Background: an optimization exercise with open tools, aiming at small area. Do not read the settings as production practice.
Function was checked by simulation only, so behaviour that the tests miss may differ from the original.
Power figures rest on the tool's default switching activity, not on a simulated workload.

[flow/config.mk]
export PLATFORM = sky130hd
export DESIGN_NAME = prism_engine
export DESIGN_NICKNAME = prism_engine
export VERILOG_FILES = /design/flow/design.v
export SDC_FILE = /design/flow/constraint.sdc
export NUM_CORES = 4
export LEC_CHECK = 0
export ABC_AREA = 1
export CAP_MARGIN = 20
export CORE_MARGIN = 2
export CORE_UTILIZATION = 40
export SLEW_MARGIN = 20
[flow/constraint.sdc]
create_clock -name core_clock -period 12.0 [get_ports {clk}]
set_input_delay 2.4000 -clock core_clock [delete_from_list [all_inputs] [get_ports {clk}]]
set_output_delay 2.4000 -clock core_clock [all_outputs]
set_load 0.01 [all_outputs]
[flow/design.v]
module prism_engine (
    input  wire        clk,
    input  wire        rst,
    input  wire        start,
    input  wire        stop,
    input  wire [9:0]  entry,
    input  wire [10:0] len,
    input  wire [15:0] div,
    output reg  [2:0]  state,
    output reg  [3:0]  cause,
    output reg  [2:0]  start_err,
    output wire [9:0]  imem_addr,
    input  wire [31:0] imem_rdata,
    output reg         dmem_re,
    output reg         dmem_we,
    output reg  [7:0]  dmem_addr,
    output reg  [31:0] dmem_wdata,
    input  wire [31:0] dmem_rdata,
    input  wire [63:0] rtime,
    input  wire [7:0]  pin_in,
    output reg  [7:0]  pin_out,
    output reg  [7:0]  pin_oe,
    input  wire        in_valid,
    input  wire [31:0] in_data,
    output wire        in_ready,
    output wire [4:0]  in_level,
    output wire        out_valid,
    output wire [31:0] out_data,
    input  wire        out_ready,
    output wire [4:0]  out_level,
    output reg  [31:0] pub_word,
    output reg  [3:0]  irq
);
    localparam [2:0] ST_STOPPED = 3'd1, ST_RUNNING = 3'd3,
                     ST_HALTED  = 3'd4, ST_FAULTED = 3'd5;
    localparam [5:0] OP_NOP = 6'h00, OP_LDI = 6'h01, OP_LUI = 6'h02,
                     OP_MOV = 6'h03, OP_ADD = 6'h04, OP_SUB = 6'h05,
                     OP_AND = 6'h06, OP_OR  = 6'h07, OP_XOR = 6'h08,
                     OP_SHL = 6'h09, OP_SHR = 6'h0A, OP_SAR = 6'h0B,
                     OP_ADDI = 6'h0C, OP_MUL = 6'h0D, OP_LD = 6'h0E,
                     OP_ST  = 6'h0F, OP_JMP = 6'h10, OP_JCC = 6'h11,
                     OP_DJNZ = 6'h12, OP_CALL = 6'h13, OP_RET = 6'h14,
                     OP_HALT = 6'h15, OP_PDIR = 6'h18, OP_POUT = 6'h19,
                     OP_POUTR = 6'h1A, OP_PIN = 6'h1B, OP_WAITP = 6'h1C,
                     OP_SHIFTO = 6'h1D, OP_SHIFTI = 6'h1E, OP_TIME = 6'h20,
                     OP_WAITT = 6'h22, OP_DELAY = 6'h23, OP_PULL = 6'h24,
                     OP_PUSH = 6'h25, OP_PUB = 6'h26, OP_IRQ = 6'h27;
    reg [31:0] w [0:7];
    reg        fz, fn, fc;
    reg [10:0] pc;
    reg [10:0] len_q;
    reg [10:0] rstack [0:3];
    reg [2:0]  sp;
    reg [5:0]  tk;        
    reg        wlev;      
    reg [63:0] xs;        
    reg [15:0] dq;
    wire running = (state == ST_RUNNING);
    wire tick    = running && (dq >= div);
    wire first   = (tk == 6'd0);
    assign imem_addr = pc[9:0];
    reg [31:0] inq  [0:15];
    reg [31:0] outq [0:15];
    reg [3:0]  in_rd, in_wr, out_rd, out_wr;
    reg [4:0]  in_cnt, out_cnt;
    wire in_empty = (in_cnt == 5'd0);
    wire out_full = out_cnt[4];
    assign in_ready  = !in_cnt[4];
    assign in_level  = in_cnt;
    assign out_valid = (out_cnt != 5'd0);
    reg [31:0] out_head, in_head;
    integer qk;
    always @(*) begin
        out_head = 32'd0;
        in_head  = 32'd0;
        for (qk = 0; qk < 16; qk = qk + 1) begin
            out_head = out_head | (outq[qk] & {32{out_rd == qk[3:0]}});
            in_head  = in_head  | (inq[qk]  & {32{in_rd  == qk[3:0]}});
        end
    end
    assign out_data  = out_head;
    assign out_level = out_cnt;
    wire in_push  = in_valid && !in_cnt[4];
    wire out_pop  = out_valid && out_ready;
    reg  in_pop;       
    reg  out_push;     
    wire [31:0] ir  = imem_rdata;
    wire [5:0]  op  = ir[31:26];
    wire [2:0]  fd  = ir[25:23];
    wire [2:0]  fs  = ir[22:20];
    wire [2:0]  ft  = ir[19:17];
    wire is_add  = (op == OP_ADD);
    wire is_sub  = (op == OP_SUB);
    wire is_addi = (op == OP_ADDI);
    wire is_shl  = (op == OP_SHL);
    wire is_sar  = (op == OP_SAR);
    wire is_mul  = (op == OP_MUL);
    wire is_ld   = (op == OP_LD);
    wire is_st   = (op == OP_ST);
    wire is_djnz = (op == OP_DJNZ);
    wire is_lui  = (op == OP_LUI);
    wire is_waitt = (op == OP_WAITT);
    wire is_shifto = (op == OP_SHIFTO);
    wire is_call = (op == OP_CALL);
    wire is_ret  = (op == OP_RET);
    wire [2:0]  ra = is_djnz ? fd : fs;
    wire [2:0]  rb = (is_st || is_lui) ? fd : is_waitt ? (fs | 3'd1) : ft;
    wire [31:0] va = w[ra];
    wire [31:0] vb = w[rb];
    reg         op_bad;
    reg         zero_bad;
    always @(*) begin
        op_bad   = 1'b0;
        zero_bad = 1'b0;
        case (op)
            OP_NOP, OP_RET, OP_HALT: zero_bad = (ir[25:0] != 26'd0);
            OP_LDI:   zero_bad = (ir[22:20] != 3'd0);
            OP_LUI:   zero_bad = (ir[22:16] != 7'd0);
            OP_MOV:   zero_bad = (ir[19:0] != 20'd0);
            OP_ADD, OP_SUB, OP_AND, OP_OR, OP_XOR, OP_MUL:
                      zero_bad = (ir[16:0] != 17'd0);
            OP_SHL, OP_SHR, OP_SAR:
                      zero_bad = (ir[19:5] != 15'd0);
            OP_ADDI:  zero_bad = (ir[19:17] != 3'd0);
            OP_LD, OP_ST:
                      zero_bad = (ir[19:10] != 10'd0);
            OP_JMP, OP_CALL:
                      zero_bad = (ir[25:10] != 16'd0);
            OP_JCC:   zero_bad = (ir[22:10] != 13'd0) || (ir[25:24] == 2'b11);
            OP_DJNZ:  zero_bad = (ir[22:10] != 13'd0);
            OP_PDIR, OP_POUT:
                      zero_bad = (ir[25:16] != 10'd0);
            OP_POUTR: zero_bad = (ir[25:23] != 3'd0) || (ir[19:16] != 4'd0) || (ir[7:0] != 8'd0);
            OP_PIN:   zero_bad = (ir[22:0] != 23'd0);
            OP_WAITP: zero_bad = (ir[16:0] != 17'd0);
            OP_SHIFTO, OP_SHIFTI:
                      zero_bad = (ir[8:0] != 9'd0) || ir[18];
            OP_TIME:  zero_bad = (ir[22:0] != 23'd0) || ir[23];
            OP_WAITT: zero_bad = (ir[25:23] != 3'd0) || (ir[19:0] != 20'd0) || ir[20];
            OP_DELAY: zero_bad = (ir[25:20] != 6'd0);
            OP_PULL:  zero_bad = (ir[22:1] != 22'd0);
            OP_PUSH:  zero_bad = (ir[25:23] != 3'd0) || (ir[19:1] != 19'd0);
            OP_PUB:   zero_bad = (ir[25:23] != 3'd0) || (ir[19:0] != 20'd0);
            OP_IRQ:   zero_bad = (ir[25:2] != 24'd0);
            default:  op_bad = 1'b1;
        endcase
    end
    wire [31:0] imm17 = {{15{ir[16]}}, ir[16:0]};
    wire [31:0] add_b = is_sub ? ~vb :
                        (is_addi || is_ld || is_st || is_djnz) ? (imm17 | {32{is_djnz}}) :
                        vb;
    wire [32:0] add_y = {1'b0, va} + {1'b0, add_b} + {32'd0, is_sub};
    wire daddr_bad = add_y[32] || (add_y[31:8] != 24'd0);
    wire ill_core = (pc >= len_q) || op_bad || zero_bad ||
                    (is_call && sp[2]) ||
                    (is_ret  && sp == 3'd0);
    wire illegal  = ill_core || ((is_ld || is_st) && daddr_bad);
    function [31:0] rev32(input [31:0] x);
        integer k;
        begin
            for (k = 0; k < 32; k = k + 1) rev32[k] = x[31 - k];
        end
    endfunction
    wire [5:0]  sh_nm1  = ir[18:13];
    wire [2:0]  sh_dpin = ir[22:20];
    wire [2:0]  sh_cpin = ir[12:10];
    wire        sh_msb  = ir[19];
    wire        sh_ck   = ir[9];
    wire [4:0]  sh_bit  = sh_ck ? tk[5:1] : tk[4:0];            
    wire        sh_last = (sh_bit == sh_nm1[4:0]);
    wire [4:0]  sh_idx  = sh_msb ? (sh_nm1[4:0] - sh_bit) : sh_bit;
    wire        sh_half = sh_ck ? tk[0] : 1'b1;                  
    wire [4:0]  shamt  = is_shifto ? sh_idx : ir[4:0];
    wire [31:0] sh_in  = is_shl ? rev32(va) : va;
    wire [63:0] sh_ext = {{32{is_sar & va[31]}}, sh_in};
    wire [63:0] sh_t   = sh_ext >> shamt;
    wire [31:0] sh_y   = is_shl ? rev32(sh_t[31:0]) : sh_t[31:0];
    wire [15:0] mul_b   = first ? vb[15:0] : vb[31:16];
    wire [16:0] mul_acc = first ? 17'd0 : xs[32:16];
    wire [32:0] mul_y   = va * mul_b + mul_acc;
    wire [31:0] mul_lo  = {mul_y[15:0], xs[15:0]};
    reg  [31:0] b_ge;       
    reg         mul_hi;
    integer m;
    always @(*) begin
        b_ge[31] = vb[31];
        for (m = 30; m >= 0; m = m - 1) b_ge[m] = b_ge[m + 1] | vb[m];
        mul_hi = mul_y[16];
        for (m = 1; m < 32; m = m + 1) mul_hi = mul_hi | (va[m] & b_ge[32 - m]);
    end
    reg cond_ok;
    always @(*) begin
        case (ir[25:23])
            3'd0: cond_ok = fz;
            3'd1: cond_ok = !fz;
            3'd2: cond_ok = fn;
            3'd3: cond_ok = !fn;
            3'd4: cond_ok = fc;
            3'd5: cond_ok = !fc;
            default: cond_ok = 1'b0;
        endcase
    end
    wire        is_delay = (op == OP_DELAY);
    wire [31:0] wcnt    = !first ? xs[31:0] : is_delay ? {12'd0, ir[19:0]} : vb;
    wire [31:0] wcnt_n  = wcnt - 32'd1;
    wire        wp_lvl = pin_in[ir[25:23]];
    reg         wp_met;
    always @(*) begin
        case (ir[22:21])
            2'd0: wp_met = !wp_lvl;
            2'd1: wp_met = wp_lvl;
            2'd2: wp_met = !first && !wlev && wp_lvl;
            default: wp_met = !first && wlev && !wp_lvl;
        endcase
    end
    wire wp_timeout = ir[20] && (wcnt == 32'd0);
    wire waitt_done = (rtime >= {vb, va});
    wire        delay_done = (wcnt[31:1] == 31'd0);
    wire        si_bit  = pin_in[sh_dpin];
    wire [31:0] si_base = (sh_bit == 5'd0) ? 32'd0 : xs[31:0];
    wire [31:0] si_next = sh_msb ? {si_base[30:0], si_bit}
                                 : (si_base | ({31'd0, si_bit} << sh_bit));
    reg [31:0] wb;
    reg        c_alu;
    always @(*) begin
        c_alu = 1'b0;
        case (op)
            OP_LDI:   wb = {{12{ir[19]}}, ir[19:0]};
            OP_LUI:   wb = {ir[15:0], vb[15:0]};
            OP_MOV:   wb = va;
            OP_ADD, OP_ADDI, OP_DJNZ:
                      begin wb = add_y[31:0]; c_alu = add_y[32]; end
            OP_SUB:   begin wb = add_y[31:0]; c_alu = !add_y[32]; end
            OP_AND:   wb = va & vb;
            OP_OR:    wb = va | vb;
            OP_XOR:   wb = va ^ vb;
            OP_SHL, OP_SHR, OP_SAR:
                      wb = sh_y;
            OP_MUL:   begin wb = mul_lo; c_alu = mul_hi; end
            OP_LD:    wb = dmem_rdata;
            OP_PIN:   wb = {24'd0, pin_in};
            OP_SHIFTI: wb = si_next;
            OP_TIME:  wb = xs[31:0];
            OP_PULL:  wb = in_empty ? 32'h8000_0000 : in_head;
            default:  wb = 32'd0;
        endcase
    end
    wire wb_zero = (wb == 32'd0);
    integer i;
    always @(*) begin
        dmem_re    = 1'b0;
        dmem_we    = 1'b0;
        dmem_addr  = add_y[7:0];
        dmem_wdata = vb;
        in_pop     = 1'b0;
        out_push   = 1'b0;
        if (tick && !stop && !illegal) begin
            if (is_ld && first) dmem_re = 1'b1;
            if (is_st)          dmem_we = 1'b1;
        end
        if (tick && !stop && !ill_core) begin
            if (op == OP_PULL && !in_empty) in_pop = 1'b1;
            if (op == OP_PUSH && !out_full) out_push = 1'b1;
        end
    end
    reg        exec;       
    reg        cont;       
    reg        wen;        
    reg        wen2;       
    reg        fl_all;     
    reg        fl_c;       
    reg        c_val;
    always @(*) begin
        exec   = tick && !stop && !start && !ill_core;
        cont   = 1'b0;
        wen    = 1'b0;
        wen2   = 1'b0;
        fl_all = 1'b0;
        fl_c   = 1'b0;
        c_val  = c_alu;
        case (op)
            OP_LDI, OP_LUI, OP_MOV, OP_PIN: wen = 1'b1;
            OP_ADD, OP_SUB, OP_AND, OP_OR, OP_XOR,
            OP_SHL, OP_SHR, OP_SAR, OP_ADDI: begin wen = 1'b1; fl_all = 1'b1; end
            OP_MUL:  begin cont = first; wen = !first; fl_all = !first; end
            OP_LD:   begin cont = first; wen = !first; end
            OP_JMP, OP_CALL, OP_RET: cont = first;
            OP_JCC:  cont = first && cond_ok;
            OP_DJNZ: begin cont = first && (va != 32'd1); wen = !cont; end
            OP_WAITP: begin
                cont = !wp_met && !wp_timeout;
                fl_c = !cont;
                c_val = !wp_met;
            end
            OP_SHIFTO: cont = !(sh_half && sh_last);
            OP_SHIFTI: begin cont = !(sh_half && sh_last); wen = !cont; end
            OP_TIME: begin cont = first; wen = !first; wen2 = !first; fl_c = !first; c_val = 1'b0; end
            OP_WAITT: cont = !waitt_done;
            OP_DELAY: cont = !delay_done;
            OP_PULL: begin
                cont = in_empty && ir[0];
                wen = !cont;
                fl_c = !cont;
                c_val = in_empty;
            end
            OP_PUSH: begin
                cont = out_full && ir[0];
                fl_c = !cont;
                c_val = out_full;
            end
            default: ;
        endcase
    end
    wire [31:0] wd_even = wb & {32{!rst}};
    wire [31:0] wd_odd  = (wen2 ? xs[63:32] : wb) & {32{!rst}};
    always @(posedge clk) begin
        for (i = 0; i < 8; i = i + 1) begin
            if (rst || (exec && ((wen && fd == i[2:0]) || (wen2 && (fd | 3'd1) == i[2:0]))))
                w[i] <= i[0] ? wd_odd : wd_even;
        end
    end
    always @(posedge clk) begin
        if (exec && (fl_all || fl_c)) fc <= c_val;
        if (exec && fl_all) begin
            fz <= wb_zero;
            fn <= wb[31];
        end
        if (!stop && start && !running && !(len == 11'd0 || len > 11'd1024 || {1'b0, entry} >= len)) begin
            fz <= 1'b0;
            fn <= 1'b0;
            fc <= 1'b0;
        end
    end
    always @(posedge clk) begin
        if (exec) begin
            if (op == OP_TIME && first) xs <= rtime;
            if (is_mul && first) xs[32:0] <= mul_y;
            if (op == OP_WAITP || op == OP_DELAY) xs[31:0] <= wcnt_n;
            if (op == OP_SHIFTI && sh_half) xs[31:0] <= si_next;
            if (op == OP_WAITP) wlev <= wp_lvl;
        end
    end
    always @(posedge clk) begin
        if (rst) begin
            state     <= ST_STOPPED;
            cause     <= 4'd0;
            start_err <= 3'd0;
            pc        <= 11'd0;
            tk        <= 6'd0;
            pin_out   <= 8'd0;
            pin_oe    <= 8'd0;
            pub_word  <= 32'd0;
            irq       <= 4'd0;
        end else begin
            irq <= 4'd0;
            if (stop) begin
                if (running) begin
                    state <= ST_STOPPED;
                    cause <= 4'd1;
                    tk    <= 6'd0;
                end
            end else if (start) begin
                if (running) begin
                    start_err <= 3'd4;
                end else if (len == 11'd0 || len > 11'd1024 || {1'b0, entry} >= len) begin
                    start_err <= 3'd3;
                end else begin
                    state     <= ST_RUNNING;
                    start_err <= 3'd0;
                    pc        <= {1'b0, entry};
                    pin_oe    <= 8'd0;
                    tk        <= 6'd0;
                end
            end else if (tick) begin
                if (illegal) begin
                    state <= ST_FAULTED;
                    cause <= 4'd4;
                    tk    <= 6'd0;
                end else begin
                    if (cont) begin
                        tk <= (is_shifto || op == OP_SHIFTI) ? tk + 6'd1 : 6'd1;
                    end else begin
                        tk <= 6'd0;
                        pc <= pc + 11'd1;
                    end
                    case (op)
                        OP_JMP, OP_JCC, OP_DJNZ, OP_CALL:
                            if (!cont && !first) pc <= {1'b0, ir[9:0]};
                        OP_RET:
                            if (!first) pc <= rstack[sp[1:0] - 2'd1];
                        OP_HALT: begin
                            pc    <= pc;
                            state <= ST_HALTED;
                            cause <= 4'd2;
                        end
                        OP_PDIR: begin
                            for (i = 0; i < 8; i = i + 1)
                                if (ir[8 + i]) pin_oe[i] <= ir[i];
                        end
                        OP_POUT: begin
                            for (i = 0; i < 8; i = i + 1)
                                if (ir[8 + i]) pin_out[i] <= ir[i];
                        end
                        OP_POUTR: begin
                            for (i = 0; i < 8; i = i + 1)
                                if (ir[8 + i]) pin_out[i] <= va[i];
                        end
                        OP_SHIFTO: begin
                            if (!sh_ck || !tk[0]) pin_out[sh_dpin] <= sh_t[0];
                            if (sh_ck) pin_out[sh_cpin] <= tk[0];
                        end
                        OP_SHIFTI: begin
                            if (sh_ck) pin_out[sh_cpin] <= tk[0];
                        end
                        OP_PUB: pub_word <= va;
                        OP_IRQ: irq[ir[1:0]] <= 1'b1;
                        default: ;
                    endcase
                end
            end
        end
    end
    always @(posedge clk) begin
        if (!stop && start && !running && !(len == 11'd0 || len > 11'd1024 || {1'b0, entry} >= len)) begin
            len_q <= len;
            sp    <= 3'd0;
        end else if (exec && !first) begin
            if (is_call) begin
                rstack[sp[1:0]] <= pc + 11'd1;
                sp <= sp + 3'd1;
            end
            if (is_ret) sp <= sp - 3'd1;
        end
        if (!running || tick) dq <= 16'd1;
        else                  dq <= dq + 16'd1;
    end
    always @(posedge clk) begin
        if (in_push)  inq[in_wr]   <= in_data;
        if (out_push) outq[out_wr] <= va;
    end
    always @(posedge clk) begin
        if (rst) begin
            in_rd   <= 4'd0;
            in_wr   <= 4'd0;
            in_cnt  <= 5'd0;
            out_rd  <= 4'd0;
            out_wr  <= 4'd0;
            out_cnt <= 5'd0;
        end else begin
            if (in_push)  in_wr  <= in_wr + 4'd1;
            if (in_pop)   in_rd  <= in_rd + 4'd1;
            if (out_push) out_wr <= out_wr + 4'd1;
            if (out_pop)  out_rd <= out_rd + 4'd1;
            in_cnt  <= in_cnt  + {4'd0, in_push}  - {4'd0, in_pop};
            out_cnt <= out_cnt + {4'd0, out_push} - {4'd0, out_pop};
        end
    end
endmodule
[flow/run.sh]
#!/bin/bash
# synth_recipe.tcl (not shown) runs the flow's synth.tcl, then flattens the netlist and writes it again
# the make line also repeats each setting of config.mk as NAME=value (left out here)
make -C /OpenROAD-flow-scripts/flow DESIGN_CONFIG=/design/flow/config.mk WORK_HOME=/design/flow/orfs CLKGATE_MAP_FILE= SYNTH_SCRIPT=/design/flow/synth_recipe.tcl finish
==> summary.txt <==
std cell rows=about 170; DRC=0; maxcap violations=0; WP data arrival=12.39 ns; fillers=20200; worst slew pin tran=1.21 ns; Synth area leader=edfxtp_1; Crit path top cell by count=buf_4; switching share of power=39.9%; DR WL/cell=32.8 µm; Starting Density=40.3%; Die Width=473 µm; ys flop type=edfxtp_1; P per Cell Area=197 mW/mm²; EDFF count, synth=1400; f_max=roughly 0.086 GHz; post-layout util=approximately half; min Tclk post-route=11.62 ns; PortBufs=367; Final setup viols=0; Synth async-reset ratio=0%; Ys Warns=2; final net count=10600; post-synth top area share=47.9%; total track usage=37.0%; most numerous cell in the Yosys netlist=nand2_1; switching power=8.24 mW; Slew headroom=a little under a fifth; sequential power share=29.4%; top post-synthesis cells by area=edfxtp_1 (48%), nand2_1 (8.1%), fa_1 (7.8%); Seq/Total Area, Yosys=50.7%; drt total wl=418 mm; number of global-route vias before repair=73600; drt first pass iters=6; clock transition at the registers of the reported paths=approximately 0.06 ns; io pins=369; Root Driver=clkbuf_16; CTS buffer count=between 150 and 200; total gr overflow=0; pin count of the biggest net entering global routing=66; synthesized instance count=~8900; Tcrit/Tclk final=96.8%; htree depth=4; CTS tree=built; CP max stage delay=approximately 0.55 ns; Min Hold Slack=0.429 ns; GPL Wtd Cong=~1.1; Setup crit end kind=flip-flop; HPWL Detailed=312 mm; R2R Setup Slk=2.17 ns; synthesized net count=around 9800; Synth cell types=between 70 and 80; leakage=40.9 nW; outcome=finished clean; cell area after synthesis=roughly 0.088 mm²; Comb pwr share=46.2%; capture point of the worst reg-to-reg path=fz; Max clock buf depth=3; CP required=between 10 and 15 ns; #FFs+latches synth=1525; hold_buf cts=0; Hold Path Sink=dq[0]; Final Skew=0.0660 ns; internal power=12.4 mW; Clock Power Share=between 20% and 30%; Die Area=around 0.22 mm²; Crit Path Category=input pin to flip-flop; share of cells above drive strength 1=roughly an eighth; global-route wire length before repair=579 mm; latest clock arrival within the worst-skew pair=between 0.8 and 0.9 ns; HP Class=flip-flop to flip-flop; Layout area overhead=19.7%; crit path launch type=input pin; Avg Vias per Cell=5.93; Worst IR Drop VDD=0.267 mV; master of the slowest instance on the critical path=clkdlybuf4s50_1; Worst R2R Start=tk[0]; Die Height=around 470 µm; post-route ant nets=0; hold_sp=dq[0]; clk sinks=1525; DR vias=75700; most instantiated cells after synthesis=nand2_1 (1890), edfxtp_1 (1400), inv_1 (1014); DR iter-0 viols=~9000; total core area=roughly 0.22 mm²; hold violation count in the final report=0; Pins Over Slew Limit=0; antenna violations before repair=36; worst-path fanout max=17; hold depth=1; Mapped Avg Cell Area=9.85 µm²; Reg2Reg Depth=37
[cells by family after synthesis]
kind of cell               after synthesis  synth area share [%]
AOI/OAI and AO/OA                     1732                  12.7
xor gates and xnor gates               108                  1.08
adders and majority gates              668                  12.4
buffers and inverters                 1501                  6.66
DFF                                   1525                  50.7
muxes                                    3                0.0342
other                                    1               0.00427
and+or+nand+nor                       3378                  16.4
[how the worst max path moves through the flow]
stage / from / end
CTS: imem_rdata[26] / dmem_re
global route: imem_rdata[27] / dmem_re
global placement: imem_rdata[26] / fz
finish: imem_rdata[27] / fz
detailed placement: imem_rdata[26] / fz
floorplan: imem_rdata[28] / xs[32]
[per-stage QoR]
stage	setup WS, ns	total power [mW]	instances	instance area, µm²	setup TNS [ns]
final	0.379	20.7	12800	105000	0
after global routing	-0.000610	21.7	12700	105000	-0.000610
after detailed placement	-0.444	15.4	12400	99600	-2.30
after CTS	0.00230	20.5	12700	105000	0
after floorplan	1.35	11.1	8916	87800	0
after global placement	-0.308	15.4	12400	99600	-1.53
[sequential cells by signal, summed over array words and instances, names as in the netlist, 16 cells and up]
name,cells
dq,16
inq,512
outq,512
pub_word,32
rstack,44
w,256
xs,64
[layout make-up]
class | instances | area [µm²] | share of cell area (%)
Antenna cell | 18 | 45.0 | 0.0428
Clock buffer | 209 | 4370 | 4.15
Tap cell | 2854 | 3570 | 3.40
Inverter | 1081 | 4070 | 3.87
Sequential cell | 1525 | 44500 | 42.4
Multi-Input combinational cell | 5890 | 38100 | 36.2
Clock inverter | 97 | 978 | 0.931
Timing Repair Buffer | 1082 | 9450 | 8.99
[cells in the final DEF, fill, tap and decap left out, drive strengths merged, types with 34 or more instances in the layout]
master / instances
nor2: 681
clkbuf: 210
buf: 716
dfxtp: 125
o22ai: 65
a22oi: 56
ha: 328
clkdlybuf4s50: 360
nor3: 63
o21ai: 586
xor2: 74
a2111oi: 36
a211oi: 35
nand3: 410
nand4: 236
or2: 36
a21oi: 423
a221oi: 209
o211ai: 87
nand2: 1916
edfxtp: 1400
clkinv: 89
xnor2: 34
inv: 1075
fa: 340
a22o: 42
o221ai: 46
[what timing repair did]
action                     CTS  global route
pin swaps                    1             4
gates resized for setup      7            25
setup buffers                0             3
setup endpoints to repair    2             5
[metal layers]
| layer | up-vias | part of all wire (%) | global-route usage, % |
|---|---|---|---|
| li1 | 32800 | - | - |
| met1 | 37500 | 38 | 46.1 |
| met2 | 4215 | 45 | 57.5 |
| met3 | 1124 | 9.2 | 8.17 |
| met4 | 38 | 8.1 | 25.1 |
| met5 | - | 0.12 | 0.281 |
[critical path, delay by kind of cell]
family                     cells  cell delay (ns)
adders and majority gates      7             2.96
AOI/OAI and AO/OA              9             2.06
buffers and inverters         15             2.60
xor gates and xnor gates       1             0.16
and+or+nand+nor               17             2.14
[power by group through the flow]
stage / Clock, mW / Sequential, mW / Combinational [mW]
4_1_cts: 5.11 / 6.08 / 9.35
5_1_grt: 5.31 / 6.10 / 10.3
3_3_place_gp: 0 / 6.20 / 9.23
3_5_place_dp: 0 / 6.20 / 9.22
6_report: 5.05 / 6.09 / 9.55
2_1_floorplan: 0 / 6.18 / 4.92

-- afterwards: timing with drivers on the ports --
No port has a modelled driver above. Below, the same layout with a new extraction and two added sets of constraints. Step 1: set_driving_cell puts a clkbuf_16 on clk and a buf_2 on each other input, an assumption about the parent block. Step 2 moves the port delays by t, midway between the first and last clock arrival at a register: inputs arrive t later, outputs are due t later. That takes back most of the time a late clock gives input paths. Three values: ideal ports, drivers, drivers and shift; two values: the first two.
t (ns): 0.936
slack for setup (ns): 0.379 / 0.333 / -0.534
worst setup path at the end: input to register
latest minus earliest clock arrival (ns): 0.067 / 0.067
worst slew at a driven data input, ns: 0.14
Met with ideal ports but missed after step 2: setup timing in this run. The setup slack of this run moves by -0.046 ns with the drivers and by -0.913 ns with both steps.
